What follows belongs to an exercise in optimizing a design on an open flow for small area; a production flow would make more cautious choices.
Only simulation tests tie the RTL to the original design; equivalence was not proved.
No activity file was given, so power comes from the tool's default toggle rates.

`flow/config.mk`:
```
export PLATFORM = sky130hd
export DESIGN_NAME = cle_eval
export DESIGN_NICKNAME = cle_eval
export VERILOG_FILES = /design/flow/design.v
export SDC_FILE = /design/flow/constraint.sdc
export NUM_CORES = 8
export LEC_CHECK = 0
export CAP_MARGIN = 0
export CORE_AREA = 2.5 2.5 457.5 247.5
export DIE_AREA = 0 0 460 250
export PLACE_DENSITY = 0.5
export SETUP_SLACK_MARGIN = 0.2
export SLEW_MARGIN = 0
```
`flow/constraint.sdc`:
```
create_clock -name core_clock -period 12.5 [get_ports {clk}]
set_input_delay 2.5000 -clock core_clock [delete_from_list [all_inputs] [get_ports {clk}]]
set_output_delay 2.5000 -clock core_clock [all_outputs]
set_load 0.01 [all_outputs]
```
`flow/design.v`:
```
module cle_eval (
    input  wire               clk,
    input  wire               rst,
    input  wire               start,
    output wire               ready,
    output reg                done,
    input  wire signed [31:0] y,
    input  wire signed [31:0] sp,
    input  wire signed [31:0] f,
    input  wire signed [31:0] kp,
    input  wire signed [31:0] ki,
    input  wire signed [31:0] kd,
    input  wire signed [31:0] kff,
    input  wire        [19:0] shift,
    input  wire signed [31:0] umin,
    input  wire signed [31:0] umax,
    input  wire               first,
    input  wire               held,
    input  wire               blocked,
    input  wire               bump,
    input  wire signed [63:0] iacc,
    input  wire        [4:0]  shi_last,
    input  wire signed [31:0] yprev,
    input  wire signed [31:0] u_last,
    output reg  signed [31:0] e_o,
    output reg  signed [63:0] p_o,
    output reg  signed [63:0] i_o,
    output reg  signed [63:0] d_o,
    output reg  signed [63:0] ff_o,
    output reg  signed [63:0] raw_o,
    output wire signed [31:0] u_o,
    output reg  signed [63:0] iacc_o,
    output reg         [4:0]  shi_o,
    output wire               sat_o
);
    localparam [5:0] LAST = 6'd38;
    reg        busy;
    reg  [5:0] cyc;
    assign ready = ~busy;
    wire accept = start & ~busy;
    reg         dy32;
    reg  [31:0] umn, umx;
    reg  [4:0]  shi;
    reg         r_held, r_blocked, r_bump;
    reg  [63:0] t;
    reg         ge, le, mm;
    wire [4:0] shp     = p_o[4:0];
    wire [4:0] shd     = p_o[9:5];
    wire [4:0] shf     = p_o[14:10];
    wire       r_first = p_o[15];
    assign u_o   = ge ? (le ? raw_o[31:0] : umx) : (mm ? umx : umn);
    assign sat_o = ~(ge & le);
    function [6:0] pinfo;           
        input [5:0] c;
        input       b;
        reg   [5:0] cm;
        begin
            cm = c - 6'd3;
            pinfo = 7'd0;
            if (b && c >= 6'd3 && c <= 6'd26) begin
                pinfo[6] = 1'b1;
                if (cm < 6'd6)       begin pinfo[2:0] = cm[2:0];          pinfo[3] = 1'b1; end
                else if (cm < 6'd12) begin pinfo[2:0] = cm[2:0] - 3'd6;   pinfo[4] = 1'b1; end
                else if (cm < 6'd18) begin pinfo[2:0] = cm[2:0] - 3'd4;   pinfo[5] = 1'b1; end
                else                 begin pinfo[2:0] = cm[2:0] - 3'd2;   pinfo[3] = 1'b0; end
                if (cm >= 6'd18) pinfo[5:3] = 3'b000;
            end
        end
    endfunction
    wire [6:0] pi_c = pinfo(cyc, busy);
    wire mul  = pi_c[6];
    wire m_ki = pi_c[3];
    wire m_kf = pi_c[4];
    wire m_kd = pi_c[5];
    wire m_kp = mul & ~m_ki & ~m_kf & ~m_kd;
    wire m_last = mul & (pi_c[2:0] == 3'd5);
    wire op1  = busy & (cyc == 6'd1);
    wire op2  = busy & (cyc == 6'd2);
    wire op27 = busy & (cyc == 6'd27);
    wire op28 = busy & (cyc == 6'd28);
    wire op29 = busy & (cyc == 6'd29);
    wire op30 = busy & (cyc == 6'd30);
    wire op31 = busy & (cyc == 6'd31);
    wire op32 = busy & (cyc == 6'd32);
    wire op33 = busy & (cyc == 6'd33);
    wire op34 = busy & (cyc == 6'd34);
    wire op35 = busy & (cyc == 6'd35);
    wire op36 = busy & (cyc == 6'd36);
    wire op37 = busy & (cyc == 6'd37);
    wire op38 = busy & (cyc == 6'd38);
    wire up = shi > shi_o;
    wire dn = shi < shi_o;
    wire [5:0] ncyc  = accept ? 6'd1 : (cyc + 6'd1);
    wire       nbusy = ~rst & (accept | (busy & (cyc != LAST)));
    wire [6:0] pi_n  = pinfo(ncyc, nbusy);
    wire n_mul   = pi_n[6];
    wire n_ki    = pi_n[3];
    wire n_kf    = pi_n[4];
    wire n_kd    = pi_n[5];
    wire n_kp    = n_mul & ~n_ki & ~n_kf & ~n_kd;
    wire [2:0] n_step = pi_n[2:0];
    wire n_mlast = n_mul & (n_step == 3'd5);
    wire n_op30  = nbusy & (ncyc == 6'd30);
    wire n_op31  = nbusy & (ncyc == 6'd31);
    wire [4:0] nmsh = n_kp ? shp : n_kf ? shf : n_kd ? shd : 5'd0;
    reg  [4:0] nsamt;
    reg        nsleft, nsright;
    always @* begin
        nsamt = 5'd0; nsleft = 1'b0; nsright = 1'b0;
        if (n_mlast) begin
            nsright = 1'b1; nsamt = nmsh;
        end else if (n_op30) begin
            if (r_bump)  begin nsleft  = 1'b1; nsamt = shi; end
            else if (up) begin nsleft  = 1'b1; nsamt = shi - shi_o; end
            else if (dn) begin nsright = 1'b1; nsamt = shi_o - shi; end
        end else if (n_op31) begin
            nsright = 1'b1; nsamt = shi;
        end
    end
    wire [4:0] nmm1  = nmsh - 5'd1;
    wire [2:0] nq    = nmm1 / 5'd6;
    wire [2:0] nr    = nmm1 - nq * 3'd6;
    wire       nminj = n_mul & (nmsh != 5'd0) & (n_step == 3'd5 - nq);
    reg  [4:0] samt, sm1;
    reg        sleft, sright, rcen;
    reg  [5:0] xinj;
    always @(posedge clk) begin
        samt   <= nsamt;
        sm1    <= nsamt - 5'd1;
        sleft  <= nsleft;
        sright <= nsright;
        rcen   <= (n_op30 | n_op31) & nsright & (nsamt != 5'd0);
        xinj   <= nminj ? (6'd1 << nr) : 6'd0;
    end
    wire [63:0] rc = rcen ? (64'd1 << sm1) : 64'd0;
    function [18:0] alu_ctl;
        input [5:0] c;
        input       b;
        input       bmp;
        input       ml;
        input       mf;
        reg o1, o2, o27, o28, o29, o30, o31, o32, o33, o34, o35, o36, o37, o38;
        begin
            o1  = b & (c == 6'd1);  o2  = b & (c == 6'd2);
            o27 = b & (c == 6'd27); o28 = b & (c == 6'd28); o29 = b & (c == 6'd29);
            o30 = b & (c == 6'd30); o31 = b & (c == 6'd31); o32 = b & (c == 6'd32);
            o33 = b & (c == 6'd33); o34 = b & (c == 6'd34); o35 = b & (c == 6'd35);
            o36 = b & (c == 6'd36); o37 = b & (c == 6'd37); o38 = b & (c == 6'd38);
            alu_ctl = {
                o1,                                                
                o2,                                                
                o33 | o34 | o35 | o36 | o38,                       
                o27 | o28 | o29 | (o30 & bmp) | o31 | o32,         
                (o30 & ~bmp) | o37,                                
                ml & ~mf,                                          
                mf,                                                
                o1,                                                
                o2 | o35,                                          
                o36,                                               
                o27 | o32,                                         
                o28 | o33,                                         
                o29 | o34,                                         
                o37,                                               
                o1 | o2 | o27 | o28 | o29 | o35 | o36,             
                o1 | o2 | o27 | o28 | o29 | o35,                   
                o1 | o27 | o28 | o29 | o30 | o31 | o32 | o33 | o34 | o37,  
                o1,                                                
                ml                                                 
            };
        end
    endfunction
    reg xs_lane, xs_umx, xs_t, xs_i, xs_io, xs_t6, xs_x0;
    reg ys_rlo, ys_umn, ys_umx, ys_p, ys_d, ys_f, ys_raw, inv, cin0, sat64m, simd, mulq;
    always @(posedge clk)
        {xs_lane, xs_umx, xs_t, xs_i, xs_io, xs_t6, xs_x0,
         ys_rlo, ys_umn, ys_umx, ys_p, ys_d, ys_f, ys_raw, inv, cin0, sat64m, simd, mulq}
            <= alu_ctl(ncyc, nbusy, r_bump, n_mul, n_mul & (n_step == 3'd0));
    localparam [63:0] X0 = 64'hFFFF_FFD5_5555_5558;
    wire [63:0] x =
          ({64{xs_lane}} & {e_o, d_o[31:0]})
        | ({64{xs_umx}}  & {{32{umx[31]}}, umx})
        | ({64{xs_t}}    & t)
        | ({64{xs_io}}   & iacc_o)
        | ({64{xs_i}}    & i_o)
        | ({64{xs_t6}}   & {t[57:0], 6'd0})
        | ({64{xs_x0}}   & X0)
        | {58'd0, xinj};
    wire [63:0] yraw =
          ({64{ys_rlo}} & {raw_o[31:0], raw_o[31:0]})
        | ({64{ys_umn}} & {{32{umn[31]}}, umn})
        | ({64{ys_umx}} & {{32{umx[31]}}, umx})
        | ({64{ys_p}}   & p_o)
        | ({64{ys_d}}   & d_o)
        | ({64{ys_f}}   & ff_o)
        | ({64{ys_raw}} & raw_o)
        | rc;
    wire [63:0] yv = yraw ^ {64{inv}};
    wire [31:0] nbsrc = ({32{n_ki}} & raw_o[63:32]) | ({32{n_kp}} & p_o[63:32])
                      | ({32{n_kf}} & ff_o[63:32]) | ({32{n_kd}} & d_o[63:32]);
    wire [35:0] nb36  = {{4{nbsrc[31]}}, nbsrc};
    reg  [6:0] nbdig;
    always @* begin
        case (n_step)
            3'd0:    nbdig = {nb36[35:30], nb36[29]};
            3'd1:    nbdig = {nb36[29:24], nb36[23]};
            3'd2:    nbdig = {nb36[23:18], nb36[17]};
            3'd3:    nbdig = {nb36[17:12], nb36[11]};
            3'd4:    nbdig = {nb36[11:6],  nb36[5]};
            default: nbdig = {nb36[5:0],   1'b0};
        endcase
    end
    reg  [2:0] negb, one, two;
    reg        sa_e, sa_f, sa_d;
    integer bm;
    always @(posedge clk) begin
        for (bm = 0; bm < 3; bm = bm + 1) begin
            negb[bm] <= nbdig[2*bm+2];
            one[bm]  <= nbdig[2*bm+1] ^ nbdig[2*bm];
            two[bm]  <= (nbdig[2*bm+2] & ~nbdig[2*bm+1] & ~nbdig[2*bm]) | (~nbdig[2*bm+2] & nbdig[2*bm+1] & nbdig[2*bm]);
        end
        sa_e <= n_ki | n_kp;
        sa_f <= n_kf;
        sa_d <= n_kd & ~p_o[15];
    end
    wire [32:0] asrc = ({33{sa_e}} & {e_o[31], e_o})
                     | ({33{sa_f}} & {ff_o[31], ff_o[31:0]})
                     | ({33{sa_d}} & {dy32, d_o[31:0]});
    wire [33:0] a1 = {asrc[32], asrc};
    wire [33:0] a2 = {asrc, 1'b0};
    wire [33:0] urow0, urow1, urow2;
    genvar gm;
    generate
        for (gm = 0; gm < 3; gm = gm + 1) begin : bo
            wire [33:0] row = (({34{one[gm]}} & a1) | ({34{two[gm]}} & a2)) ^ {34{negb[gm]}};
            wire [33:0] ur  = {~row[33] & mulq, row[32:0]};
        end
    endgenerate
    assign urow0 = bo[0].ur;
    assign urow1 = bo[1].ur;
    assign urow2 = bo[2].ur;
    wire hs1 = urow0[4] ^ urow1[2];
    wire hc2 = urow0[4] & urow1[2];
    wire hs3 = urow0[5] ^ urow1[3];
    wire hc4 = urow0[5] & urow1[3];
    wire hs5 = urow0[6] ^ urow1[4];
    wire hc6 = urow0[6] & urow1[4];
    wire hs7 = urow0[7] ^ urow1[5];
    wire hc8 = urow0[7] & urow1[5];
    wire hs9 = urow0[8] ^ urow1[6];
    wire hc10 = urow0[8] & urow1[6];
    wire hs11 = urow0[9] ^ urow1[7];
    wire hc12 = urow0[9] & urow1[7];
    wire hs13 = urow0[10] ^ urow1[8];
    wire hc14 = urow0[10] & urow1[8];
    wire hs15 = urow0[11] ^ urow1[9];
    wire hc16 = urow0[11] & urow1[9];
    wire hs17 = urow0[12] ^ urow1[10];
    wire hc18 = urow0[12] & urow1[10];
    wire hs19 = urow0[13] ^ urow1[11];
    wire hc20 = urow0[13] & urow1[11];
    wire hs21 = urow0[14] ^ urow1[12];
    wire hc22 = urow0[14] & urow1[12];
    wire hs23 = urow0[15] ^ urow1[13];
    wire hc24 = urow0[15] & urow1[13];
    wire hs25 = urow0[16] ^ urow1[14];
    wire hc26 = urow0[16] & urow1[14];
    wire hs27 = urow0[17] ^ urow1[15];
    wire hc28 = urow0[17] & urow1[15];
    wire hs29 = urow0[18] ^ urow1[16];
    wire hc30 = urow0[18] & urow1[16];
    wire hs31 = urow0[19] ^ urow1[17];
    wire hc32 = urow0[19] & urow1[17];
    wire hs33 = urow0[20] ^ urow1[18];
    wire hc34 = urow0[20] & urow1[18];
    wire hs35 = urow0[21] ^ urow1[19];
    wire hc36 = urow0[21] & urow1[19];
    wire hs37 = urow0[22] ^ urow1[20];
    wire hc38 = urow0[22] & urow1[20];
    wire hs39 = urow0[23] ^ urow1[21];
    wire hc40 = urow0[23] & urow1[21];
    wire hs41 = urow0[24] ^ urow1[22];
    wire hc42 = urow0[24] & urow1[22];
    wire hs43 = urow0[25] ^ urow1[23];
    wire hc44 = urow0[25] & urow1[23];
    wire hs45 = urow0[26] ^ urow1[24];
    wire hc46 = urow0[26] & urow1[24];
    wire hs47 = urow0[27] ^ urow1[25];
    wire hc48 = urow0[27] & urow1[25];
    wire hs49 = urow0[28] ^ urow1[26];
    wire hc50 = urow0[28] & urow1[26];
    wire hs51 = urow0[29] ^ urow1[27];
    wire hc52 = urow0[29] & urow1[27];
    wire hs53 = urow0[30] ^ urow1[28];
    wire hc54 = urow0[30] & urow1[28];
    wire hs55 = urow0[31] ^ urow1[29];
    wire hc56 = urow0[31] & urow1[29];
    wire hs57 = urow0[32] ^ urow1[30];
    wire hc58 = urow0[32] & urow1[30];
    wire hs59 = urow0[33] ^ urow1[31];
    wire hc60 = urow0[33] & urow1[31];
    wire hs61 = urow0[2] ^ urow1[0];
    wire hc62 = urow0[2] & urow1[0];
    wire hs63 = urow0[3] ^ urow1[1];
    wire hc64 = urow0[3] & urow1[1];
    wire fs65 = urow2[0] ^ negb[2] ^ x[4];
    wire fc66 = (urow2[0] & negb[2]) | (urow2[0] & x[4]) | (negb[2] & x[4]);
    wire fs67 = urow2[1] ^ x[5] ^ hs3;
    wire fc68 = (urow2[1] & x[5]) | (urow2[1] & hs3) | (x[5] & hs3);
    wire fs69 = urow2[2] ^ x[6] ^ hs5;
    wire fc70 = (urow2[2] & x[6]) | (urow2[2] & hs5) | (x[6] & hs5);
    wire fs71 = urow2[3] ^ x[7] ^ hs7;
    wire fc72 = (urow2[3] & x[7]) | (urow2[3] & hs7) | (x[7] & hs7);
    wire fs73 = urow2[4] ^ x[8] ^ hs9;
    wire fc74 = (urow2[4] & x[8]) | (urow2[4] & hs9) | (x[8] & hs9);
    wire fs75 = urow2[5] ^ x[9] ^ hs11;
    wire fc76 = (urow2[5] & x[9]) | (urow2[5] & hs11) | (x[9] & hs11);
    wire fs77 = urow2[6] ^ x[10] ^ hs13;
    wire fc78 = (urow2[6] & x[10]) | (urow2[6] & hs13) | (x[10] & hs13);
    wire fs79 = urow2[7] ^ x[11] ^ hs15;
    wire fc80 = (urow2[7] & x[11]) | (urow2[7] & hs15) | (x[11] & hs15);
    wire fs81 = urow2[8] ^ x[12] ^ hs17;
    wire fc82 = (urow2[8] & x[12]) | (urow2[8] & hs17) | (x[12] & hs17);
    wire fs83 = urow2[9] ^ x[13] ^ hs19;
    wire fc84 = (urow2[9] & x[13]) | (urow2[9] & hs19) | (x[13] & hs19);
    wire fs85 = urow2[10] ^ x[14] ^ hs21;
    wire fc86 = (urow2[10] & x[14]) | (urow2[10] & hs21) | (x[14] & hs21);
    wire fs87 = urow2[11] ^ x[15] ^ hs23;
    wire fc88 = (urow2[11] & x[15]) | (urow2[11] & hs23) | (x[15] & hs23);
    wire fs89 = urow2[12] ^ x[16] ^ hs25;
    wire fc90 = (urow2[12] & x[16]) | (urow2[12] & hs25) | (x[16] & hs25);
    wire fs91 = urow2[13] ^ x[17] ^ hs27;
    wire fc92 = (urow2[13] & x[17]) | (urow2[13] & hs27) | (x[17] & hs27);
    wire fs93 = urow2[14] ^ x[18] ^ hs29;
    wire fc94 = (urow2[14] & x[18]) | (urow2[14] & hs29) | (x[18] & hs29);
    wire fs95 = urow2[15] ^ x[19] ^ hs31;
    wire fc96 = (urow2[15] & x[19]) | (urow2[15] & hs31) | (x[19] & hs31);
    wire fs97 = urow2[16] ^ x[20] ^ hs33;
    wire fc98 = (urow2[16] & x[20]) | (urow2[16] & hs33) | (x[20] & hs33);
    wire fs99 = urow2[17] ^ x[21] ^ hs35;
    wire fc100 = (urow2[17] & x[21]) | (urow2[17] & hs35) | (x[21] & hs35);
    wire fs101 = urow2[18] ^ x[22] ^ hs37;
    wire fc102 = (urow2[18] & x[22]) | (urow2[18] & hs37) | (x[22] & hs37);
    wire fs103 = urow2[19] ^ x[23] ^ hs39;
    wire fc104 = (urow2[19] & x[23]) | (urow2[19] & hs39) | (x[23] & hs39);
    wire fs105 = urow2[20] ^ x[24] ^ hs41;
    wire fc106 = (urow2[20] & x[24]) | (urow2[20] & hs41) | (x[24] & hs41);
    wire fs107 = urow2[21] ^ x[25] ^ hs43;
    wire fc108 = (urow2[21] & x[25]) | (urow2[21] & hs43) | (x[25] & hs43);
    wire fs109 = urow2[22] ^ x[26] ^ hs45;
    wire fc110 = (urow2[22] & x[26]) | (urow2[22] & hs45) | (x[26] & hs45);
    wire fs111 = urow2[23] ^ x[27] ^ hs47;
    wire fc112 = (urow2[23] & x[27]) | (urow2[23] & hs47) | (x[27] & hs47);
    wire fs113 = urow2[24] ^ x[28] ^ hs49;
    wire fc114 = (urow2[24] & x[28]) | (urow2[24] & hs49) | (x[28] & hs49);
    wire fs115 = urow2[25] ^ x[29] ^ hs51;
    wire fc116 = (urow2[25] & x[29]) | (urow2[25] & hs51) | (x[29] & hs51);
    wire fs117 = urow2[26] ^ x[30] ^ hs53;
    wire fc118 = (urow2[26] & x[30]) | (urow2[26] & hs53) | (x[30] & hs53);
    wire fs119 = urow2[27] ^ x[31] ^ hs55;
    wire fc120 = (urow2[27] & x[31]) | (urow2[27] & hs55) | (x[31] & hs55);
    wire fs121 = urow2[28] ^ x[32] ^ hs57;
    wire fc122 = (urow2[28] & x[32]) | (urow2[28] & hs57) | (x[32] & hs57);
    wire fs123 = urow2[29] ^ x[33] ^ hs59;
    wire fc124 = (urow2[29] & x[33]) | (urow2[29] & hs59) | (x[33] & hs59);
    wire fs125 = urow1[32] ^ urow2[30] ^ x[34];
    wire fc126 = (urow1[32] & urow2[30]) | (urow1[32] & x[34]) | (urow2[30] & x[34]);
    wire hs127 = urow1[33] ^ urow2[31];
    wire hc128 = urow1[33] & urow2[31];
    wire hs129 = negb[1] ^ x[2];
    wire hc130 = negb[1] & x[2];
    wire fs131 = x[3] ^ hs63 ^ hc62;
    wire fc132 = (x[3] & hs63) | (x[3] & hc62) | (hs63 & hc62);
    wire fs133 = hs1 ^ fs65 ^ hc64;
    wire fc134 = (hs1 & fs65) | (hs1 & hc64) | (fs65 & hc64);
    wire fs135 = hc2 ^ fs67 ^ fc66;
    wire fc136 = (hc2 & fs67) | (hc2 & fc66) | (fs67 & fc66);
    wire fs137 = hc4 ^ fs69 ^ fc68;
    wire fc138 = (hc4 & fs69) | (hc4 & fc68) | (fs69 & fc68);
    wire fs139 = hc6 ^ fs71 ^ fc70;
    wire fc140 = (hc6 & fs71) | (hc6 & fc70) | (fs71 & fc70);
    wire fs141 = hc8 ^ fs73 ^ fc72;
    wire fc142 = (hc8 & fs73) | (hc8 & fc72) | (fs73 & fc72);
    wire fs143 = hc10 ^ fs75 ^ fc74;
    wire fc144 = (hc10 & fs75) | (hc10 & fc74) | (fs75 & fc74);
    wire fs145 = hc12 ^ fs77 ^ fc76;
    wire fc146 = (hc12 & fs77) | (hc12 & fc76) | (fs77 & fc76);
    wire fs147 = hc14 ^ fs79 ^ fc78;
    wire fc148 = (hc14 & fs79) | (hc14 & fc78) | (fs79 & fc78);
    wire fs149 = hc16 ^ fs81 ^ fc80;
    wire fc150 = (hc16 & fs81) | (hc16 & fc80) | (fs81 & fc80);
    wire fs151 = hc18 ^ fs83 ^ fc82;
    wire fc152 = (hc18 & fs83) | (hc18 & fc82) | (fs83 & fc82);
    wire fs153 = hc20 ^ fs85 ^ fc84;
    wire fc154 = (hc20 & fs85) | (hc20 & fc84) | (fs85 & fc84);
    wire fs155 = hc22 ^ fs87 ^ fc86;
    wire fc156 = (hc22 & fs87) | (hc22 & fc86) | (fs87 & fc86);
    wire fs157 = hc24 ^ fs89 ^ fc88;
    wire fc158 = (hc24 & fs89) | (hc24 & fc88) | (fs89 & fc88);
    wire fs159 = hc26 ^ fs91 ^ fc90;
    wire fc160 = (hc26 & fs91) | (hc26 & fc90) | (fs91 & fc90);
    wire fs161 = hc28 ^ fs93 ^ fc92;
    wire fc162 = (hc28 & fs93) | (hc28 & fc92) | (fs93 & fc92);
    wire fs163 = hc30 ^ fs95 ^ fc94;
    wire fc164 = (hc30 & fs95) | (hc30 & fc94) | (fs95 & fc94);
    wire fs165 = hc32 ^ fs97 ^ fc96;
    wire fc166 = (hc32 & fs97) | (hc32 & fc96) | (fs97 & fc96);
    wire fs167 = hc34 ^ fs99 ^ fc98;
    wire fc168 = (hc34 & fs99) | (hc34 & fc98) | (fs99 & fc98);
    wire fs169 = hc36 ^ fs101 ^ fc100;
    wire fc170 = (hc36 & fs101) | (hc36 & fc100) | (fs101 & fc100);
    wire fs171 = hc38 ^ fs103 ^ fc102;
    wire fc172 = (hc38 & fs103) | (hc38 & fc102) | (fs103 & fc102);
    wire fs173 = hc40 ^ fs105 ^ fc104;
    wire fc174 = (hc40 & fs105) | (hc40 & fc104) | (fs105 & fc104);
    wire fs175 = hc42 ^ fs107 ^ fc106;
    wire fc176 = (hc42 & fs107) | (hc42 & fc106) | (fs107 & fc106);
    wire fs177 = hc44 ^ fs109 ^ fc108;
    wire fc178 = (hc44 & fs109) | (hc44 & fc108) | (fs109 & fc108);
    wire fs179 = hc46 ^ fs111 ^ fc110;
    wire fc180 = (hc46 & fs111) | (hc46 & fc110) | (fs111 & fc110);
    wire fs181 = hc48 ^ fs113 ^ fc112;
    wire fc182 = (hc48 & fs113) | (hc48 & fc112) | (fs113 & fc112);
    wire fs183 = hc50 ^ fs115 ^ fc114;
    wire fc184 = (hc50 & fs115) | (hc50 & fc114) | (fs115 & fc114);
    wire fs185 = hc52 ^ fs117 ^ fc116;
    wire fc186 = (hc52 & fs117) | (hc52 & fc116) | (fs117 & fc116);
    wire fs187 = hc54 ^ fs119 ^ fc118;
    wire fc188 = (hc54 & fs119) | (hc54 & fc118) | (fs119 & fc118);
    wire fs189 = hc56 ^ fs121 ^ fc120;
    wire fc190 = (hc56 & fs121) | (hc56 & fc120) | (fs121 & fc120);
    wire fs191 = hc58 ^ fs123 ^ fc122;
    wire fc192 = (hc58 & fs123) | (hc58 & fc122) | (fs123 & fc122);
    wire fs193 = hc60 ^ fs125 ^ fc124;
    wire fc194 = (hc60 & fs125) | (hc60 & fc124) | (fs125 & fc124);
    wire fs195 = x[35] ^ hs127 ^ fc126;
    wire fc196 = (x[35] & hs127) | (x[35] & fc126) | (hs127 & fc126);
    wire fs197 = urow2[32] ^ x[36] ^ hc128;
    wire fc198 = (urow2[32] & x[36]) | (urow2[32] & hc128) | (x[36] & hc128);
    wire hs199 = urow2[33] ^ x[37];
    wire hc200 = urow2[33] & x[37];
    wire [63:0] cs_s = {x[63], x[62], x[61], x[60], x[59], x[58], x[57], x[56], x[55], x[54], x[53], x[52], x[51], x[50], x[49], x[48], x[47], x[46], x[45], x[44], x[43], x[42], x[41], x[40], x[39], x[38], hs199, fs197, fs195, fs193, fs191, fs189, fs187, fs185, fs183, fs181, fs179, fs177, fs175, fs173, fs171, fs169, fs167, fs165, fs163, fs161, fs159, fs157, fs155, fs153, fs151, fs149, fs147, fs145, fs143, fs141, fs139, fs137, fs135, fs133, fs131, hs129, x[1], x[0]};
    wire [63:0] cs_c = {1'b0, 1'b0, 1'b0, 1'b0, 1'b0, 1'b0, 1'b0, 1'b0, 1'b0, 1'b0, 1'b0, 1'b0, 1'b0, 1'b0, 1'b0, 1'b0, 1'b0, 1'b0, 1'b0, 1'b0, 1'b0, 1'b0, 1'b0, 1'b0, 1'b0, hc200, fc198, fc196, fc194, fc192, fc190, fc188, fc186, fc184, fc182, fc180, fc178, fc176, fc174, fc172, fc170, fc168, fc166, fc164, fc162, fc160, fc158, fc156, fc154, fc152, fc150, fc148, fc146, fc144, fc142, fc140, fc138, fc136, fc134, fc132, hc130, hs61, urow0[1], urow0[0]};
    wire [63:0] ca = cs_s;
    wire [63:0] cb = cs_c | yv;
    wire        cin = cin0 | negb[0];
    wire [63:0] ag = ca & cb;
    wire [63:0] ap = ca ^ cb;
    wire [64:0] ac;
    wire [15:0] grg, grp;        
    wire [3:0]  blg, blp;        
    wire [4:0]  bc;              
    wire [3:0]  bcin;            
    assign bc[0] = cin;
    assign bcin = {bc[3], simd | bc[2], bc[1], bc[0]};
    genvar gi, gj;
    generate
        for (gi = 0; gi < 16; gi = gi + 1) begin : grp4
            assign grg[gi] = ag[4*gi+3] | (ap[4*gi+3] & ag[4*gi+2]) | (ap[4*gi+3] & ap[4*gi+2] & ag[4*gi+1])
                           | (ap[4*gi+3] & ap[4*gi+2] & ap[4*gi+1] & ag[4*gi]);
            assign grp[gi] = &ap[4*gi+3:4*gi];
        end
        for (gi = 0; gi < 4; gi = gi + 1) begin : blk
            assign blg[gi] = grg[4*gi+3] | (grp[4*gi+3] & grg[4*gi+2]) | (grp[4*gi+3] & grp[4*gi+2] & grg[4*gi+1])
                           | (grp[4*gi+3] & grp[4*gi+2] & grp[4*gi+1] & grg[4*gi]);
            assign blp[gi] = &grp[4*gi+3:4*gi];
            assign bc[gi+1] = blg[gi] | (blp[gi] & bcin[gi]);
            assign ac[16*gi] = bcin[gi];
            for (gj = 1; gj < 4; gj = gj + 1) begin : gc
                assign ac[16*gi+4*gj] = grg[4*gi+gj-1] | (grp[4*gi+gj-1] & ac[16*gi+4*gj-4]);
            end
        end
        for (gi = 0; gi < 16; gi = gi + 1) begin : bits
            for (gj = 1; gj < 4; gj = gj + 1) begin : bc3
                assign ac[4*gi+gj] = ag[4*gi+gj-1] | (ap[4*gi+gj-1] & ac[4*gi+gj-1]);
            end
        end
    endgenerate
    assign ac[64] = bc[4];
    wire [63:0] sum = ap ^ ac[63:0];
    wire        sum64 = ca[63] ^ cb[63] ^ ac[64];    
    reg lovf;
    integer k;
    always @* begin
        lovf = 1'b0;
        for (k = 1; k < 32; k = k + 1)
            if (samt >= k) lovf = lovf | (x[63-k] ^ x[63]);
        lovf = lovf & sleft;
    end
    wire ovf64   = ac[64] ^ ac[63];
    wire force64 = (sat64m & ovf64) | lovf;
    wire fneg    = lovf ? x[63] : sum64;
    wire [63:0] sv;
    assign sv[63:32] = force64 ? (fneg ? 32'h8000_0000 : 32'h7FFF_FFFF) : sum[63:32];
    assign sv[31:0]  = (force64 & ~simd) ? {32{~fneg}} : sum[31:0];
    wire dyhi = ca[31] ^ cb[31] ^ bc[2];    
    wire        lmode = sleft & (samt != 5'd0) & ~lovf;
    wire [4:0]  amt   = lmode ? (5'd0 - samt) : ((sright & ~lovf) ? samt : 5'd0);
    wire [94:0] w0    = lmode ? {sv[62:0], 32'd0} : {{31{sv[63]}}, sv};
    wire [78:0] w4    = amt[4] ? w0[94:16] : w0[78:0];
    wire [70:0] w3    = amt[3] ? w4[78:8]  : w4[70:0];
    wire [66:0] w2    = amt[2] ? w3[70:4]  : w3[66:0];
    wire [64:0] w1    = amt[1] ? w2[66:2]  : w2[64:0];
    wire [63:0] r     = amt[0] ? w1[64:1]  : w1[63:0];
    wire sgn = sum64;
    always @(posedge clk) begin
        if (rst) begin
            busy <= 1'b0;
            done <= 1'b0;
        end else begin
            done <= 1'b0;
            if (accept) begin
                busy <= 1'b1;
                cyc  <= 6'd1;
            end else if (busy) begin
                cyc <= cyc + 6'd1;
                if (cyc == LAST) begin
                    busy <= 1'b0;
                    done <= 1'b1;
                end
            end
        end
    end
    wire we_p   = m_last & m_kp;
    wire we_d   = m_last & m_kd;
    wire we_dlo = we_d | op1;
    wire we_f   = m_last & m_kf;
    wire we_raw = (m_last & m_ki) | op38;
    wire we_i   = op27 | op28 | op29 | op30 | op31;
    wire we_io  = (op30 & ~r_held) | (op37 & ~r_held & ge & le & ~r_blocked);
    wire we_t   = (mul & ~m_last) | op32 | op33 | op34;
    wire we_sho = op37 & ~r_held;
    always @(posedge clk) begin
        e_o        <= ({32{accept}} & sp)       | ({32{op1}}    & r[63:32]) | ({32{~accept & ~op1}}    & e_o);
        p_o        <= ({64{accept}} & {kp, 16'd0, first, shift[19:15], shift[14:10], shift[4:0]})
                                                | ({64{we_p}}   & r)        | ({64{~accept & ~we_p}}   & p_o);
        d_o[63:32] <= ({32{accept}} & kd)       | ({32{we_d}}   & r[63:32]) | ({32{~accept & ~we_d}}   & d_o[63:32]);
        d_o[31:0]  <= ({32{accept}} & yprev)    | ({32{we_dlo}} & r[31:0])  | ({32{~accept & ~we_dlo}} & d_o[31:0]);
        ff_o       <= ({64{accept}} & {kff, f}) | ({64{we_f}}   & r)        | ({64{~accept & ~we_f}}   & ff_o);
        raw_o      <= ({64{accept}} & {ki, y})  | ({64{we_raw}} & r)        | ({64{~accept & ~we_raw}} & raw_o);
        i_o        <= ({64{accept}} & {{32{u_last[31]}}, u_last})
                                                | ({64{we_i}}   & r)        | ({64{~accept & ~we_i}}   & i_o);
        iacc_o     <= ({64{accept}} & iacc)     | ({64{we_io}}  & r)        | ({64{~accept & ~we_io}}  & iacc_o);
        shi_o      <= ({5{accept}}  & shi_last) | ({5{we_sho}}  & shi)      | ({5{~accept & ~we_sho}}  & shi_o);
    end
    always @(posedge clk) begin
        if (accept) begin
            umn <= umin;
            umx <= umax;
            shi <= shift[9:5];
            r_held <= held; r_blocked <= blocked; r_bump <= bump;
        end
        if (op1)   dy32 <= dyhi;
        if (we_t)  t  <= r;
        if (op2)   mm <= sgn;
        if (op35)  ge <= ~sgn;
        if (op36)  le <= sgn;
    end
endmodule
```
`flow/flow/run.sh`:
```
#!/bin/bash
set -euo pipefail
W=$(pwd)
# ORFS's synth.tcl, with ABC's script replaced
sed 's#^source \$::env(SCRIPTS_DIR)/synth_preamble.tcl$#&\nset abc_args [list -script '"$W"'/flow/abc_area.script {*}$lib_args {*}$lib_dont_use_args -constr $::env(OBJECTS_DIR)/abc.constr]#' \
    "$FLOW_HOME/scripts/synth.tcl" > "$W/flow_synth_main.tcl"
grep -q 'flow/abc_area.script' "$W/flow_synth_main.tcl"
# The standard flow's synthesis script, sourcing the modified synth.tcl
sed 's#^source \$::env(SCRIPTS_DIR)/synth.tcl$#source '"$W"'/flow_synth_main.tcl#' "$W/synth_recipe.tcl" > "$W/flow_synth.tcl"
grep -q 'flow_synth_main.tcl' "$W/flow_synth.tcl"
bash "$W/standard.sh" "SYNTH_SCRIPT=$W/flow_synth.tcl" \
    "BUFFER_PORTS_ARGS=-buffer_cell sky130_fd_sc_hd__buf_1" finish > "$W/flow_make.log" 2>&1
```
`flow/flow/abc_area.script`:
```
strash
dch
map -D 9000
buffer -c
topo
upsize -c -D 9000
dnsize -c -D 9000
stime -c
```
`flow/standard.sh`:
```
#!/bin/bash
# synth_recipe.tcl (not shown) runs the flow's synth.tcl, then flattens the netlist and writes it again
# the make line also repeats each setting of config.mk as NAME=value (left out here)
make -C /OpenROAD-flow-scripts/flow DESIGN_CONFIG=/design/flow/config.mk WORK_HOME=/design/flow/orfs CLKGATE_MAP_FILE= SYNTH_SCRIPT=/design/flow/synth_recipe.tcl "${@:-finish}"
```
==> impl_metrics.ini, run 1 <==
[routing]
routedWlPerCell_um = 36.59
via_per_inst = 6.449
wl_mm = 298.2
drtIter0Drc = 9216
drcViolationCount = 0
firstDrtPassIters = 10
postRouteAntennaNets = 0
num_vias = 52556

[die]
io_pins = 904
rows = 89
die_h_um = 250
die_x_um = 460
initial_core_util_pct = 38.22
core_mm2 = 0.1100
die-area_mm2 = 0.1150

[global_routing]
grt_pass1_vias = 47117
grt_max_degree = 196
grt_antenna_before_repair = 37
grt_first_pass_wirelength_mm = 396.5
gr-total-overflow = 0
grt_usage_pct = 49.47

[setup_path]
cp_slowest_cell = dfxtp_1
cp.arrival_ns = 12.27
critPathLaunchType = flop
critical_path_class = flop to flop
path_common_cell = nor2_1
r2r_cells = 56
cp-end-kind = flop
slowest_delay_ns = 0.56
required_ns = 13.12
path_max_fanout = 23
reg2reg_to = p_o[26]
rrSetupSlack_ns = 0.84
timing.rr.start = negb[0]

[synthesis]
yosysWarningCount = 1
synth_area_leader_cell = dfxtp_1
mappedNetlistArea_mm2 = 0.04206
ys_types = 51
syn-num-nets = 6304
yosys-top-cells-area = dfxtp_1, a22oi_1, edfxtp_1
synth.yosys.seq_area_share_pct = 32.85
avgSynthCellArea_um2 = 7.495
synth_edf_count = 146
async_reset_ff_share_pct = 0
ys_ff_latch = 617
synth_top_area_share_pct = 22.42
syn_inst = 5611
yosys_most_used_dff = dfxtp_1

[finish]
multi_input_comb_area_mm2 = 0.02480
final_common_cell = nand2_1
nets = 7312
ff_latch_area_mm2 = 0.01383
fillers = 11517
syn2layout_area_growth_pct = 23.60
final_cells = 8149
mostFrequentLayoutCells = nand2_1, buf_1, a22oi_1, o21ai_0, inv_1
final_layout_size_suffix_gt1_share_pct = 8.843

[placement]
pre_cts_ws_ns = 0.9843
hpwl_mm = 239.4
dp.cells = 8012
portBuffers = 903
gp_congestion = 1.107

[cts]
clk-insertion-delay-late_ns = 0.73
cts_tree = yes
numClockSinks = 617
post_cts_buffers = 0
cts_hold_buf = 0
root_buffer = clkbuf_16
cts_buffers = 61
cts_buffer_depth = 3
path_clk_slew_ns = 0.07
h-tree-depth = 2

[power]
p_leak_nw = 21.89
p_total_mw = 15.49
power_density_mw_per_mm2 = 297.9
ir_drop_mv = 0.4829

[hold_path]
hold_path_depth = 2
min_path_type = flop to flop
min_delay_worst_endpoint = p_o[27]
hp-start = p_o[27]

[timing]
fmax_mhz = 85.79
rsz0062_at_grt = no
finalHoldViolations = 0
finalCritPeriodShare_pct = 93.25
fin_ws_ns = 0.8441
worstMarginPinSlew_ns = 1.380
relSlewSlack_pct = 7.979
setup_tns_ns = 0
skew_ns = 0.05134
finalCriticalPeriod_ns = 11.66
maxSlewViolCount = 0
setup_viol = 0

[run_status]
outcome = finished clean

[run]
cap_violations = 0
## Yosys cell counts (114+ instances only)
library cell and instances:
nand2_1 1076, a21oi_1 213, a22oi_1 673, edfxtp_1 146, fa_1 114, inv_1 560
o21ai_0 619, nand3_1 126, dfxtp_1 471, clkbuf_1 339, nor2_1 386, xor2_1 158
ha_1 131
## final cells by class
type	count	share of cell area, %
Clock inverter	36	0.6716
Sequential cell	617	26.60
Timing Repair Buffer	1322	13.85
Antenna cell	21	0.1011
Inverter	584	4.224
Clock buffer	80	3.348
Multi-Input combinational cell	4033	47.70
Tap cell	1456	3.505
## worst max path at each step
stage                       start   endpoint  slack, ns  cells past startpoint
after global placement    negb[0]    d_o[54]       1.22                     57
after detailed placement     sa_d  raw_o[26]       0.98                     58
after global routing       e_o[3]    p_o[54]       0.20                     66
final                     negb[0]    p_o[26]       0.84                     56
after floorplan              xs_t      t[56]       2.63                     61
after CTS                    sa_d  raw_o[26]       1.00                     58
## metal layers
layer | wire (um) | global-route usage (%) | vias to the layer above
met5 | 61 | 0 | -
met4 | 18370 | 24.32 | 10
met3 | 46140 | 19.56 | 780
met2 | 111800 | 64.98 | 4495
met1 | 121800 | 69.10 | 25548
li1 | - | - | 21723
## logic make-up (layout without fill, tap and decap cells)
| family | count (synthesis) | after routing | share of synthesized area [%] |
|---|---|---|---|
| compound gates | 1842 | 1842 | 27.96 |
| simple gates | 1718 | 1718 | 16.38 |
| buf+inv | 961 | 2022 | 8.586 |
| flops | 617 | 617 | 32.85 |
| fa+ha+maj | 245 | 245 | 9.324 |
| xor+xnor | 173 | 173 | 3.603 |
| mux | 55 | 55 | 1.309 |
| other cells | 0 | 21 | 0 |
## metrics by stage
step,cell area [um2],utilization (%),hold slack [ns]
2_1_floorplan,42060,-,0.4256
3_3_place_gp,49820,45.28,0.4698
3_5_place_dp,49820,45.28,0.4785
4_1_cts,51910,47.18,0.4920
5_1_grt,51950,47.22,0.5239
6_report,51980,47.25,0.4961
## worst max-delay path: cells and delay by family, from the launching register on
family,cells,cell delay (ns)
adder cells (fa/ha/maj),7,2.46
AND/OR/NAND/NOR,20,3.00
multiplexers,2,0.52
flip-flops,1,0.56
AO/OA/AOI/OAI,10,1.91
XOR/XNOR,2,0.37
buffers and inverters,15,2.65
## registers in the layout (all words and copies together) (netlist names), 3 cells and up
register / cells
umn: 32
sm1: 5
one: 3
samt: 5
d_o: 64
e_o: 32
umx: 32
i_o: 64
two: 3
t: 64
shi_o: 5
p_o: 64
negb: 3
raw_o: 64
xinj: 6
cyc: 6
iacc_o: 64
ff_o: 64
shi: 5
## where the power goes
group	internal, mW	total (mW)	switching [mW]
registers	2.47	3.00	0.533
clock network	1.07	2.04	0.970
logic	3.57	10.4	6.88
total	7.11	15.5	8.38
## timing repair
item / in CTS / in global routing
endpoints found under the setup margin: 0 / 247
resized for setup: 0 / 10
endpoints found under the hold margin: 0 / 0
==> inputs of run 2 (changes only) <==
--- a/flow/design.v
+++ b/flow/design.v
@@ -122,10 +122,9 @@
     wire [2:0] nr    = nmm1 - nq * 3'd6;
     wire       nminj = n_mul & (nmsh != 5'd0) & (n_step == 3'd5 - nq);
-    reg  [4:0] samt, sm1;
+    reg  [4:0] samt;
     reg        sleft, sright, rcen;
     reg  [5:0] xinj;
     always @(posedge clk) begin
         samt   <= nsamt;
-        sm1    <= nsamt - 5'd1;
         sleft  <= nsleft;
         sright <= nsright;
@@ -133,4 +132,5 @@
         xinj   <= nminj ? (6'd1 << nr) : 6'd0;
     end
+    wire [4:0]  sm1 = samt - 5'd1;
     wire [63:0] rc = rcen ? (64'd1 << sm1) : 64'd0;
     function [18:0] alu_ctl;
--- a/flow/config.mk
+++ b/flow/config.mk
@@ -6,8 +6,8 @@
 export NUM_CORES = 8
 export LEC_CHECK = 0
-export CAP_MARGIN = 0
+export CAP_MARGIN = 10
 export CORE_AREA = 2.5 2.5 457.5 247.5
 export DIE_AREA = 0 0 460 250
 export PLACE_DENSITY = 0.5
-export SETUP_SLACK_MARGIN = 0.2
-export SLEW_MARGIN = 0
+export SETUP_SLACK_MARGIN = 0.3
+export SLEW_MARGIN = 10
==> run 2 against run 1 <==
  * The layout now fails its checks (capacitance limit, slew limit)
  * Total power fell by 7.3%
  * Combinational power fell by 12%
  * Sequential share of layout area rose by 0.20 points
  * Final cell count fell by 2.2%
  * Synthesized area fell by 1.5%
  * Clock-buffer cell count rose by 12
  * Die area did not move
  * Utilization fell by 0.69 points
  * Cell area fell by 1.5%
  * Sequential power barely moved
  * Via count barely moved
  * Critical path type unchanged
==> impl_metrics.ini, run 2 <==
[synthesis]
synth_edf_count = 146
synth_xor_area_share_pct = 3.637
syn-num-nets = 6142
yosysMostFrequentCell = nand2_1
yosysWarningCount = 1
synth.yosys.seq_area_share_pct = 33.11
synth-simple-area-share_pct = 13.91
synth_compound_area_share_pct = 30.56
ys_types = 47
synth_common_cells = nand2_1, o21ai_0, a22oi_1
yosys_most_used_dff = dfxtp_1
synthMuxAreaShare_pct = 0.6767
synth_top_family_by_area = compound AO/OA/AOI/OAI gates
async_reset_ff_share_pct = 0
syn_inst = 5449
yosys.area_share.adder_pct = 9.468
yosys-top-cells-area = dfxtp_1, a22oi_1, edfxtp_1
avgSynthCellArea_um2 = 7.601
synth_top_area_share_pct = 22.52
ys_ff_latch = 612
synth_area_leader_cell = dfxtp_1
mappedNetlistArea_mm2 = 0.04142

[timing]
rsz0062_at_grt = no
skew_ns = 0.05517
fmax_mhz = 83.53
relSlewSlack_pct = -1.984
setup_tns_ns = 0
finalHoldViolations = 0
worstMarginPinSlew_ns = 1.523
finalCritPeriodShare_pct = 95.78
maxSlewViolCount = 2
finalCriticalPeriod_ns = 11.97
setup_viol = 0

[setup_path]
endpoint = p_o[13]
cp.arrival_ns = 12.50
reg2reg_to = p_o[13]
required_ns = 13.03
rrSetupSlack_ns = 0.53
path_max_fanout = 21
r2r_cells = 54
slowest_delay_ns = 0.62
timing.rr.start = sa_d
worstSetupStartpoint = sa_d
critPathLaunchType = flop
cp-end-kind = flop
critical_path_class = flop to flop
path_common_cell = nor2_1
cp_slowest_cell = o21ai_0

[die]
io_pins = 904
die-area_mm2 = 0.1150
die_x_um = 460
rows = 89
initial_core_util_pct = 37.64
core_mm2 = 0.1100
die_h_um = 250

[power]
p_total_mw = 14.35
ir_drop_mv = 0.1866
p_leak_nw = 21.15
power_density_mw_per_mm2 = 280.2

[global_routing]
grt_first_pass_wirelength_mm = 399.1
grt_max_degree = 174
gr-total-overflow = 0
grt_usage_pct = 50.16
grt_antenna_before_repair = 50
grt_pass1_vias = 46760

[cts]
clk-insertion-delay-late_ns = 0.70
path_clk_slew_ns = 0.06
cts_buffers = 66
h-tree-depth = 3
root_buffer = clkbuf_16
cts_tree = yes
numClockSinks = 612
cts_hold_buf = 0
post_cts_buffers = 0
cts_buffer_depth = 3

[finish]
final_cells = 7967
mostFrequentLayoutCells = buf_1, nand2_1, o21ai_0, a22oi_1, inv_1
syn2layout_area_growth_pct = 23.68
nets = 7105
final_layout_size_suffix_gt1_share_pct = 8.880
ff_latch_area_mm2 = 0.01372
final_common_cell = buf_1
multi_input_comb_area_mm2 = 0.02445
fillers = 11463

[run_status]
so_faults = capacitance limit, slew limit
outcome = failed layout checks

[hold_path]
min_path_type = flop to flop
hp-start = p_o[15]

[routing]
drcViolationCount = 0
firstDrtPassIters = 10
num_vias = 52510
wl_mm = 302.2
routedWlPerCell_um = 37.93
postRouteAntennaNets = 0
via_per_inst = 6.591
drtIter0Drc = 10115

[placement]
gp_congestion = 1.136
portBuffers = 903
hpwl_mm = 241.6
dp.cells = 7798

[run]
cap_violations = 1
[run 2: cell types whose count changed after synthesis, sizes merged, moves of 20 or more]
cell | previous run | this run
nand3 | 126 | 105
a22oi | 673 | 698
nor2 | 386 | 354
a21oi | 213 | 157
mux2i | 55 | 28
o21ai | 625 | 812
o22ai | 89 | 69
o211ai | 43 | 78
nand2 | 1076 | 879
[run 2: worst min path at each step]
stage	end	slack (ns)	cells after the start
5_1_grt	sa_d	0.47	1
3_5_place_dp	sa_d	0.44	1
6_report	sa_d	0.45	1
2_1_floorplan	sa_d	0.41	1
4_1_cts	sa_d	0.45	1
3_3_place_gp	sa_d	0.44	1
[run 2: layer usage]
metal | track usage (%) | up-vias | wire [um] | part of all wire (%)
met4 | 21.24 | 30 | 15410 | 5.1
li1 | - | 21251 | - | -
met3 | 29.74 | 768 | 56170 | 19
met2 | 60.53 | 4750 | 106900 | 35
met5 | 8.316 | - | 1267 | 0.42
met1 | 68.87 | 25711 | 122400 | 41
[run 2: what timing repair did]
action | 4_1_cts | 5_1_grt
gates resized for setup | 0 | 53
endpoints found under the setup margin | 0 | 480
hold endpoints to repair | 0 | 0
[run 2: cells by family after synthesis]
group | after synthesis
xor+xnor | 172
compound gates | 2001
simple gates | 1439
buf+inv | 952
fa+ha+maj | 245
mux | 28
flops | 612
[run 2: area by class of cell]
class	instances	area share, %
antenna	47	0.2296
clock buffer	92	3.740
clock inverter	28	0.6644
inverter	569	4.177
multi-input combinational	3885	47.74
sequential	612	26.79
tap	1456	3.557
timing repair buffer	1278	13.10
[run 2: power breakdown]
part           switching [mW]  internal [mW]
registers               0.592           2.43
clock network           0.995           1.18
logic                    6.19           2.97
total                    7.78           6.57
[run 2: worst max-delay path: cells and delay by family (launching register included)]
family | cells | cell delay, ns
buf+inv | 13 | 2.02
fa+ha+maj | 7 | 2.98
flops | 1 | 0.42
compound gates | 15 | 3.89
mux | 1 | 0.20
xor+xnor | 2 | 0.40
simple gates | 16 | 1.83
[run 2: through the flow]
step                setup slack, ns  util (%)  hold slack (ns)  cell area [um2]
finish                       0.5281     46.56           0.4493            51220
global route                 0.3217     46.50           0.4735            51160
detailed placement           0.6702     44.25           0.4396            48690
floorplan                     2.590         -           0.4135            41420
global placement             0.7620     44.25           0.4412            48690
CTS                          0.5587     46.30           0.4514            50940
==> inputs of run 3 (changes only) <==
--- a/flow/config.mk
+++ b/flow/config.mk
@@ -6,8 +6,8 @@
 export NUM_CORES = 8
 export LEC_CHECK = 0
-export CAP_MARGIN = 10
+export CAP_MARGIN = 20
 export CORE_AREA = 2.5 2.5 457.5 247.5
 export DIE_AREA = 0 0 460 250
 export PLACE_DENSITY = 0.5
 export SETUP_SLACK_MARGIN = 0.3
-export SLEW_MARGIN = 10
+export SLEW_MARGIN = 20
==> run 3 against run 2 <==
  * Now clean on timing, DRC and antenna
  * Critical path depth stayed put
  * Sequential power about the same
  * Clock power down 6%
  * Worst hold slack improved by 0.021 ns
  * Highest routed layer unchanged
==> impl_metrics.ini, run 3 <==
[die]
die_h_um = 250
die-area_mm2 = 0.1150
initial_core_util_pct = 37.64
rows = 89
core_mm2 = 0.1100
die_x_um = 460
io_pins = 904

[timing]
setup_viol = 0
setup_tns_ns = 0
maxSlewViolCount = 0
rsz0062_at_grt = no
fmax_mhz = 83.15
relSlewSlack_pct = 3.292
worstMarginPinSlew_ns = 1.449
finalHoldViolations = 0
whs_ns = 0.4703
finalCritPeriodShare_pct = 96.21
finalCriticalPeriod_ns = 12.03
skew_ns = 0.08757

[synthesis]
synth_edf_count = 146
ys_ff_latch = 612
mappedNetlistArea_mm2 = 0.04142
yosysMostFrequentCell = nand2_1
syn_inst = 5449
synth.yosys.seq_area_share_pct = 33.11
syn-num-nets = 6142
synth_area_leader_cell = dfxtp_1
yosys_most_used_dff = dfxtp_1
async_reset_ff_share_pct = 0
ys_types = 47
avgSynthCellArea_um2 = 7.601
yosysWarningCount = 1
synth_top_area_share_pct = 22.52
yosys-top-cells-area = dfxtp_1, a22oi_1, edfxtp_1
synth_common_cells = nand2_1, o21ai_0, a22oi_1

[setup_path]
path_common_cell = nor2_1
rrSetupSlack_ns = 0.47
required_ns = 13.09
critPathLaunchType = flop
critical_path_class = flop to flop
reg2reg_to = p_o[13]
cp.arrival_ns = 12.61
r2r_cells = 54
cp-end-kind = flop
timing.rr.start = sa_d
path_max_fanout = 21
cp_slowest_cell = o211ai_1
slowest_delay_ns = 0.59

[cts]
cts_buffers = 60
cts_buffer_depth = 3
clk-insertion-delay-late_ns = 0.75
root_buffer = clkbuf_16
cts_hold_buf = 0
post_cts_buffers = 0
path_clk_slew_ns = 0.07
cts_tree = yes
numClockSinks = 612
h-tree-depth = 2

[power]
power_density_mw_per_mm2 = 277.0
ir_drop_mv = 0.2064
p_leak_nw = 21.08

[global_routing]
grt_usage_pct = 50.03
grt_antenna_before_repair = 60
grt_pass1_vias = 46851
grt_max_degree = 174
gr-total-overflow = 0
grt_first_pass_wirelength_mm = 399.3

[routing]
firstDrtPassIters = 10
postRouteAntennaNets = 0
wl_mm = 301.1
drtIter0Drc = 9786
via_per_inst = 6.589
drcViolationCount = 0
num_vias = 52555
routedWlPerCell_um = 37.75

[hold_path]
hp-start = p_o[15]
min_delay_worst_endpoint = sa_d
min_path_type = flop to flop
hold_path_depth = 1

[run_status]
outcome = finished clean

[placement]
portBuffers = 903
gp_congestion = 1.136
dp.cells = 7799
hpwl_mm = 241.7

[finish]
multi_input_comb_area_mm2 = 0.02448
final_cells = 7976
fin_util_pct = 46.50
final_common_cell = buf_1
syn2layout_area_growth_pct = 23.53
ff_latch_area_mm2 = 0.01372
mostFrequentLayoutCells = buf_1, nand2_1, o21ai_0, a22oi_1, inv_1
fillers = 11441
nets = 7101
final_layout_size_suffix_gt1_share_pct = 9.040

[run]
cap_violations = 0
-- run 3: cell counts after synthesis --
No cell type changed its count.
-- run 3: worst max-delay path by stage --
stage / start / endpoint / slack, ns / cells past startpoint
3_5_place_dp: sa_d / raw_o[28] / 0.65 / 55
6_report: sa_d / p_o[13] / 0.47 / 54
2_1_floorplan: simd / t[56] / 2.59 / 63
3_3_place_gp: sa_d / raw_o[28] / 0.76 / 55
5_1_grt: sa_f / e_o[8] / 0.29 / 65
4_1_cts: sa_d / raw_o[28] / 0.52 / 55
-- run 3: repair_timing --
item,in CTS,in global routing
hold endpoints to repair,0,0
endpoints found under the setup margin,0,480
resized for setup,0,48
-- run 3: area by class of cell --
class | count | area share [%]
Inverter | 569 | 4.182
Timing Repair Buffer | 1280 | 13.17
Tap cell | 1456 | 3.561
Antenna cell | 60 | 0.2935
Clock buffer | 74 | 3.301
Multi-Input combinational cell | 3885 | 47.85
Sequential cell | 612 | 26.82
Clock inverter | 40 | 0.8193
-- run 3: logic make-up (layout without fill, tap and decap cells) --
family | after synthesis | after routing | synth area share [%]
other | 0 | 60 | 0
xor gates and xnor gates | 172 | 172 | 3.637
DFF | 612 | 612 | 33.11
muxes | 28 | 28 | 0.6767
adders and majority gates | 245 | 245 | 9.468
buffers and inverters | 952 | 1963 | 8.637
and+or+nand+nor | 1439 | 1439 | 13.91
AOI/OAI and AO/OA | 2001 | 2001 | 30.56
-- run 3: critical path: cells and delay by family (launching register included) --
| kind | cells | cell delay, ns |
|---|---|---|
| buffers and inverters | 13 | 1.98 |
| adder cells (fa/ha/maj) | 7 | 2.98 |
| multiplexers | 1 | 0.20 |
| AO/OA/AOI/OAI | 15 | 3.98 |
| XOR/XNOR | 2 | 0.37 |
| flip-flops | 1 | 0.42 |
| AND/OR/NAND/NOR | 16 | 1.90 |
-- run 3: routing by layer --
layer  vias up  track usage (%)  part of all wire [%]
li1      21258                -                     -
met5         -            8.482                  0.54
met3       770            30.34                    19
met2      4735            61.01                    36
met1     25738            68.44                    40
met4        54            19.28                   4.7
-- run 3: where the power goes --
group | internal [mW] | total (mW) | switching [mW]
Clock | 1.06 | 2.03 | 0.973
Combinational | 2.97 | 9.13 | 6.15
Sequential | 2.43 | 3.01 | 0.588
Total | 6.46 | 14.2 | 7.71
-- run 3: stage by stage --
stage | power, mW | setup WS [ns] | area, um2
after floorplan | 6.184 | 2.590 | 41420
after global placement | 11.45 | 0.7620 | 48690
after detailed placement | 11.40 | 0.6471 | 48690
after CTS | 13.42 | 0.5181 | 50800
after global routing | 14.45 | 0.2915 | 51070
final | 14.17 | 0.4740 | 51160
==> inputs of run 4 (changes only) <==
--- a/flow/design.v
+++ b/flow/design.v
@@ -521,15 +521,22 @@
         end
     end
-    wire we_p   = m_last & m_kp;
-    wire we_d   = m_last & m_kd;
-    wire we_dlo = we_d | op1;
-    wire we_f   = m_last & m_kf;
-    wire we_raw = (m_last & m_ki) | op38;
-    wire we_i   = op27 | op28 | op29 | op30 | op31;
-    wire we_io  = (op30 & ~r_held) | (op37 & ~r_held & ge & le & ~r_blocked);
-    wire we_t   = (mul & ~m_last) | op32 | op33 | op34;
-    wire we_sho = op37 & ~r_held;
+    wire n_ml = n_mul & (n_step == 3'd5);
+    reg we_p, we_d, we_dlo, we_f, we_raw, we_i, we_io30, we_t, we_e, op37q;
     always @(posedge clk) begin
-        e_o        <= ({32{accept}} & sp)       | ({32{op1}}    & r[63:32]) | ({32{~accept & ~op1}}    & e_o);
+        we_e    <= nbusy & (ncyc == 6'd1);
+        we_p    <= n_ml & n_kp;
+        we_d    <= n_ml & n_kd;
+        we_dlo  <= (n_ml & n_kd) | (nbusy & (ncyc == 6'd1));
+        we_f    <= n_ml & n_kf;
+        we_raw  <= (n_ml & n_ki) | (nbusy & (ncyc == 6'd38));
+        we_i    <= nbusy & (ncyc >= 6'd27) & (ncyc <= 6'd31);
+        we_io30 <= nbusy & (ncyc == 6'd30) & ~r_held;
+        we_t    <= (n_mul & ~n_ml) | (nbusy & (ncyc >= 6'd32) & (ncyc <= 6'd34));
+        op37q   <= nbusy & (ncyc == 6'd37);
+    end
+    wire we_io  = we_io30 | (op37q & ~r_held & ge & le & ~r_blocked);
+    wire we_sho = op37q & ~r_held;
+    always @(posedge clk) begin
+        e_o        <= ({32{accept}} & sp)       | ({32{we_e}}   & r[63:32]) | ({32{~accept & ~we_e}}   & e_o);
         p_o        <= ({64{accept}} & {kp, 16'd0, first, shift[19:15], shift[14:10], shift[4:0]})
                                                 | ({64{we_p}}   & r)        | ({64{~accept & ~we_p}}   & p_o);
==> run 4 against run 3 <==
  * Still clean on timing, DRC and antenna
  * Clock power increased by 2%
  * Wire length grew 0.14%
  * Combinational power increased by 26%
  * Global-route usage about the same
  * Worst hold slack gained 0.0091 ns
  * Clock skew decreased by 0.0078 ns
  * Largest cell class unchanged
==> impl_metrics.ini, run 4 <==
[die]
die_h_um = 250
die-area_mm2 = 0.1150
rows = 89
die_x_um = 460
io_pins = 904
core_mm2 = 0.1100
initial_core_util_pct = 37.93

[timing]
skew_ns = 0.07976
finalCriticalPeriod_ns = 11.67
setup_viol = 0
setup_tns_ns = 0
relSlewSlack_pct = 12.58
rsz0062_at_grt = no
finalCritPeriodShare_pct = 93.35
worstMarginPinSlew_ns = 1.310
fmax_mhz = 85.70
maxSlewViolCount = 0
finalHoldViolations = 0

[routing]
drcViolationCount = 0
wl_mm = 301.5
routedWlPerCell_um = 37.50
drtIter0Drc = 9433
via_per_inst = 6.486
firstDrtPassIters = 9
num_vias = 52151
postRouteAntennaNets = 0

[synthesis]
mappedNetlistArea_mm2 = 0.04174
yosys_most_used_dff = dfxtp_1
ys_types = 46
syn-num-nets = 6229
ys_ff_latch = 620
synth_common_cells = nand2_1, a22oi_1, o21ai_0
synth_area_leader_cell = dfxtp_1
synth_top_area_share_pct = 22.74
syn_inst = 5537
synth.yosys.seq_area_share_pct = 33.24
yosysMostFrequentCell = nand2_1
avgSynthCellArea_um2 = 7.537
yosysWarningCount = 1
yosys-top-cells-area = dfxtp_1, a22oi_1, edfxtp_1
async_reset_ff_share_pct = 0
synth_edf_count = 146

[finish]
nets = 7205
fin_util_pct = 46.73
final_common_cell = nand2_1
ff_latch_area_mm2 = 0.01390
syn2layout_area_growth_pct = 23.19
mostFrequentLayoutCells = nand2_1, buf_1, a22oi_1, o21ai_0, inv_1
multi_input_comb_area_mm2 = 0.02440
final_layout_size_suffix_gt1_share_pct = 8.439
fillers = 11383

[global_routing]
grt_first_pass_wirelength_mm = 398.2
grt_max_degree = 132
grt_pass1_vias = 46653
gr-total-overflow = 0
grt_antenna_before_repair = 38
grt_usage_pct = 49.99

[power]
comb_power_share_pct = 69.0
p_leak_nw = 21.52
switching_share_pct = 55.42
pwr-share-seq_pct = 18.5
p_sw_mw = 9.224
p_clk_share_pct = 12.5
p_int_mw = 7.420
power_density_mw_per_mm2 = 323.7
p_total_mw = 16.64
ir_drop_mv = 0.5863

[cts]
clk-insertion-delay-late_ns = 0.74
cts_buffers = 61
h-tree-depth = 2
cts_tree = yes
path_clk_slew_ns = 0.07
root_buffer = clkbuf_16
cts_buffer_depth = 3
numClockSinks = 620

[setup_path]
path_common_cell = nor2_1
critical_path_class = flop to flop
slowest_delay_ns = 0.97
critPathLaunchType = flop
path_max_fanout = 17
required_ns = 13.16
cp-end-kind = flop
cp_slowest_cell = nor2_2
cp.arrival_ns = 12.33

[placement]
gp_congestion = 1.106
portBuffers = 903
hpwl_mm = 241.6

[hold_path]
min_path_type = flop to flop

[run]
cap_violations = 0

[run_status]
outcome = finished clean
run 4: cell count changes after synthesis, sizes merged, moves of 14 or more:
cell / change
mux2i: +23
a211oi: -14
o211ai: -36
a21oi: +78
o21ai: -184
o22ai: +23
o221ai: +28
nand2: +191
a221oi: -16
run 4: worst paths after layout:
path	startpoint	end	slack, ns	cells after the start
max	sa_f	p_o[0]	0.83	60
min	shi_o[4]	shi_o[4]	0.48	2
max reg2reg	sa_f	p_o[0]	0.83	60
min reg2reg	shi_o[4]	shi_o[4]	0.48	2
run 4: per-stage QoR:
step / setup slack, ns / hold WS (ns) / area [um2] / std cells
after global placement: 1.044 / 0.4582 / 49210 / 7905
after CTS: 0.7145 / 0.4751 / 51340 / 8020
final: 0.8311 / 0.4794 / 51410 / 8040
after floorplan: 2.785 / 0.4121 / 41740 / 5537
after detailed placement: 0.7798 / 0.4651 / 49220 / 7905
after global routing: 0.3584 / 0.4952 / 51370 / 8021
run 4: worst max-delay path, delay by kind of cell (launching register included):
kind | cells | cell delay (ns)
flip-flops | 1 | 0.43
XOR/XNOR | 2 | 0.37
AND/OR/NAND/NOR | 23 | 3.15
AO/OA/AOI/OAI | 14 | 3.30
adder cells (fa/ha/maj) | 6 | 2.28
buffers and inverters | 15 | 2.07
run 4: logic make-up (layout without fill, tap and decap cells):
group / Yosys count / count (layout) / synth area share, %
AO/OA/AOI/OAI: 1864 / 1864 / 28.51
AND/OR/NAND/NOR: 1622 / 1622 / 15.42
buffers and inverters: 968 / 1996 / 8.715
flip-flops: 620 / 620 / 33.24
adder cells (fa/ha/maj): 244 / 244 / 9.366
XOR/XNOR: 168 / 168 / 3.526
multiplexers: 51 / 51 / 1.223
other: 0 / 19 / 0
run 4: routing by layer:
layer	global-route usage, %	part of all wire (%)	wire length [um]
met5	1.164	0.17	511
met4	21.38	5.4	16150
met3	27.29	18	54170
met2	64.20	37	111200
met1	67.46	40	119400
run 4: power by group through the flow:
stage	combinational [mW]	sequential (mW)	clock, mW
2_1_floorplan	4.01	2.83	0
3_3_place_gp	10.8	3.06	0
3_5_place_dp	10.7	3.05	0
4_1_cts	10.7	3.01	2.06
5_1_grt	11.7	3.05	2.14
6_report	11.5	3.08	2.08
run 4: timing repair:
action                     CTS  global route
hold buffers                 0             0
setup buffers                0             0
hold endpoints to repair     0             0
gates resized for setup      0            12
setup endpoints to repair    0           404
run 4: final cells by class:
type / count / share of cell area, %
sequential: 620 / 27.04
multi-input combinational: 3949 / 47.46
antenna: 19 / 0.09248
timing repair buffer: 1298 / 13.48
clock buffer: 89 / 3.470
tap: 1456 / 3.543
inverter: 583 / 4.256
clock inverter: 26 / 0.6571
==> inputs of run 5 (changes only) <==
--- a/flow/flow/run.sh
+++ b/flow/flow/run.sh
@@ -10,3 +10,4 @@
 grep -q 'flow_synth_main.tcl' "$W/flow_synth.tcl"
 bash "$W/standard.sh" "SYNTH_SCRIPT=$W/flow_synth.tcl" \
-    "BUFFER_PORTS_ARGS=-buffer_cell sky130_fd_sc_hd__buf_1" finish > "$W/flow_make.log" 2>&1
+    "BUFFER_PORTS_ARGS=-buffer_cell sky130_fd_sc_hd__buf_1" \
+    "CTS_ARGS=-sink_clustering_enable -repair_clock_nets -dont_use_dummy_load" finish > "$W/flow_make.log" 2>&1
==> run 5 against run 4 <==
  * Total power shrank 2.5%
  * Critical endpoint is now iacc_o[35]
  * Sequential power is essentially flat
  * Still clean
  * Critical path type unchanged
  * Worst hold slack gained 0.0056 ns
  * Setup slack gained 0.084 ns
==> impl_metrics.ini, run 5 <==
[power]
pwr-share-seq_pct = 19.0
p_sw_mw = 9.088
switching_share_pct = 56.01
ir_drop_mv = 0.5750
p_leak_nw = 21.22
p_clk_share_pct = 10.5
comb_power_share_pct = 70.5

[die]
die_h_um = 250
initial_core_util_pct = 37.93
core_mm2 = 0.1100
die_x_um = 460
rows = 89

[timing]
finalCriticalPeriod_ns = 11.58
setup_viol = 0
setup_tns_ns = 0
maxSlewViolCount = 0
relSlewSlack_pct = 16.37
fmax_mhz = 86.32
skew_ns = 0.1234
rsz0062_at_grt = no
finalHoldViolations = 0

[global_routing]
grt_first_pass_wirelength_mm = 397.8
grt_pass1_vias = 46516
grt_max_degree = 132
gr-total-overflow = 0
grt_usage_pct = 49.96
grt_antenna_before_repair = 33

[finish]
final_common_cell = nand2_1
postLayoutCellArea_mm2 = 0.05083
nets = 7205
syn2layout_area_growth_pct = 21.80
fillers = 11416
multi_input_comb_area_mm2 = 0.02441
mostFrequentLayoutCells = nand2_1, buf_1, a22oi_1, o21ai_0, inv_1

[synthesis]
yosysMostFrequentCell = nand2_1
synth_top_area_share_pct = 22.74
ys_ff_latch = 620
async_reset_ff_share_pct = 0
synth_area_leader_cell = dfxtp_1
synth.yosys.seq_area_share_pct = 33.24
syn-num-nets = 6229
syn_inst = 5537
synth_edf_count = 146
synth_common_cells = nand2_1, a22oi_1, o21ai_0
ys_types = 46
yosysWarningCount = 1

[cts]
cts_buffer_depth = 3
root_buffer = clkbuf_16
cts_tree = yes
h-tree-depth = 2
numClockSinks = 620
clk-insertion-delay-late_ns = 0.74

[routing]
num_vias = 52161
firstDrtPassIters = 7
postRouteAntennaNets = 0
via_per_inst = 6.531
drtIter0Drc = 9547
drcViolationCount = 0
wl_mm = 300.9

[setup_path]
cp.arrival_ns = 12.07
path_delay_family = compound AO/OA/AOI/OAI gates
cp_slowest_cell = dfxtp_1
required_ns = 12.99
path_max_fanout = 15
critPathLaunchType = flop
cp-end-kind = flop

[run_status]
outcome = finished clean

[hold_path]
min_path_type = flop to flop

[run]
cap_violations = 0

[placement]
gp_congestion = 1.106
place_area_mm2 = 0.04922
-- run 5: cell count changes in the layout (fill, tap and decap cells not counted), sizes merged --
cell,change
clkinvlp,-1
clkinv,-17
clkbuf,-28
diode,+1
bufinv,-7
inv,-1
-- run 5: logic make-up after synthesis --
kind of cell / Yosys count / synth area share [%]
buf+inv: 968 / 8.715
flops: 620 / 33.24
mux: 51 / 1.223
compound gates: 1864 / 28.51
xor+xnor: 168 / 3.526
simple gates: 1622 / 15.42
fa+ha+maj: 244 / 9.366
-- run 5: worst paths after layout --
kind,slack (ns),startpoint,to,cells past startpoint
max,0.92,e_o[5],iacc_o[35],63
min,0.49,shi_o[4],shi_o[4],2
max reg2reg,0.92,e_o[5],iacc_o[35],63
min reg2reg,0.49,shi_o[4],shi_o[4],2
-- run 5: worst register-to-register path, delay by kind of cell (launching register included) --
kind / cells / cell delay, ns
simple gates: 22 / 2.60
mux: 1 / 0.35
fa+ha+maj: 7 / 2.62
xor+xnor: 2 / 0.41
compound gates: 16 / 3.00
flops: 1 / 0.61
buf+inv: 15 / 1.80
-- run 5: cell type report --
type                       instances  share of cell area (%)
sequential                       620                   27.34
tap                             1456                   3.584
antenna                           20                 0.09846
timing repair buffer            1298                   13.64
inverter                         583                   4.305
clock buffer                      61                   3.003
multi-input combinational       3949                   48.03
-- run 5: per-stage QoR --
step           util [%]  worst slack [ns]  instances  hold WS (ns)  power, mW
2_1_floorplan         -             2.785       5537        0.4121      6.843
3_5_place_dp      44.74            0.7798       7905        0.4651      13.72
5_1_grt           46.16            0.3278       7967        0.4945      16.52
3_3_place_gp      44.73             1.044       7905        0.4582      13.81
6_report          46.20            0.9152       7987        0.4850      16.23
4_1_cts           46.12            0.6865       7966        0.4751      15.42
-- run 5: power by group through the flow --
stage | Clock [mW] | Combinational (mW) | Sequential, mW
after floorplan | 0 | 4.01 | 2.83
after global placement | 0 | 10.8 | 3.06
after detailed placement | 0 | 10.7 | 3.05
after CTS | 1.68 | 10.7 | 3.01
after global routing | 1.76 | 11.7 | 3.05
final | 1.71 | 11.4 | 3.08
-- run 5: metal layers --
| metal | up-vias | track usage [%] | wire (um) |
|---|---|---|---|
| li1 | 21325 | - | - |
| met1 | 25447 | 68.27 | 120500 |
| met2 | 4610 | 63.90 | 110400 |
| met3 | 747 | 26.17 | 53260 |
| met4 | 32 | 21.81 | 16500 |
| met5 | - | 0 | 208 |

Re-timed with assumed drivers on the ports (clkbuf_16 on the clock, buf_2 on other inputs), run 5 has 0.915 ns of setup slack against 0.915 ns with ideal ports, and 0.915 ns once port delays also move by the mid clock arrival of 0.757 ns.
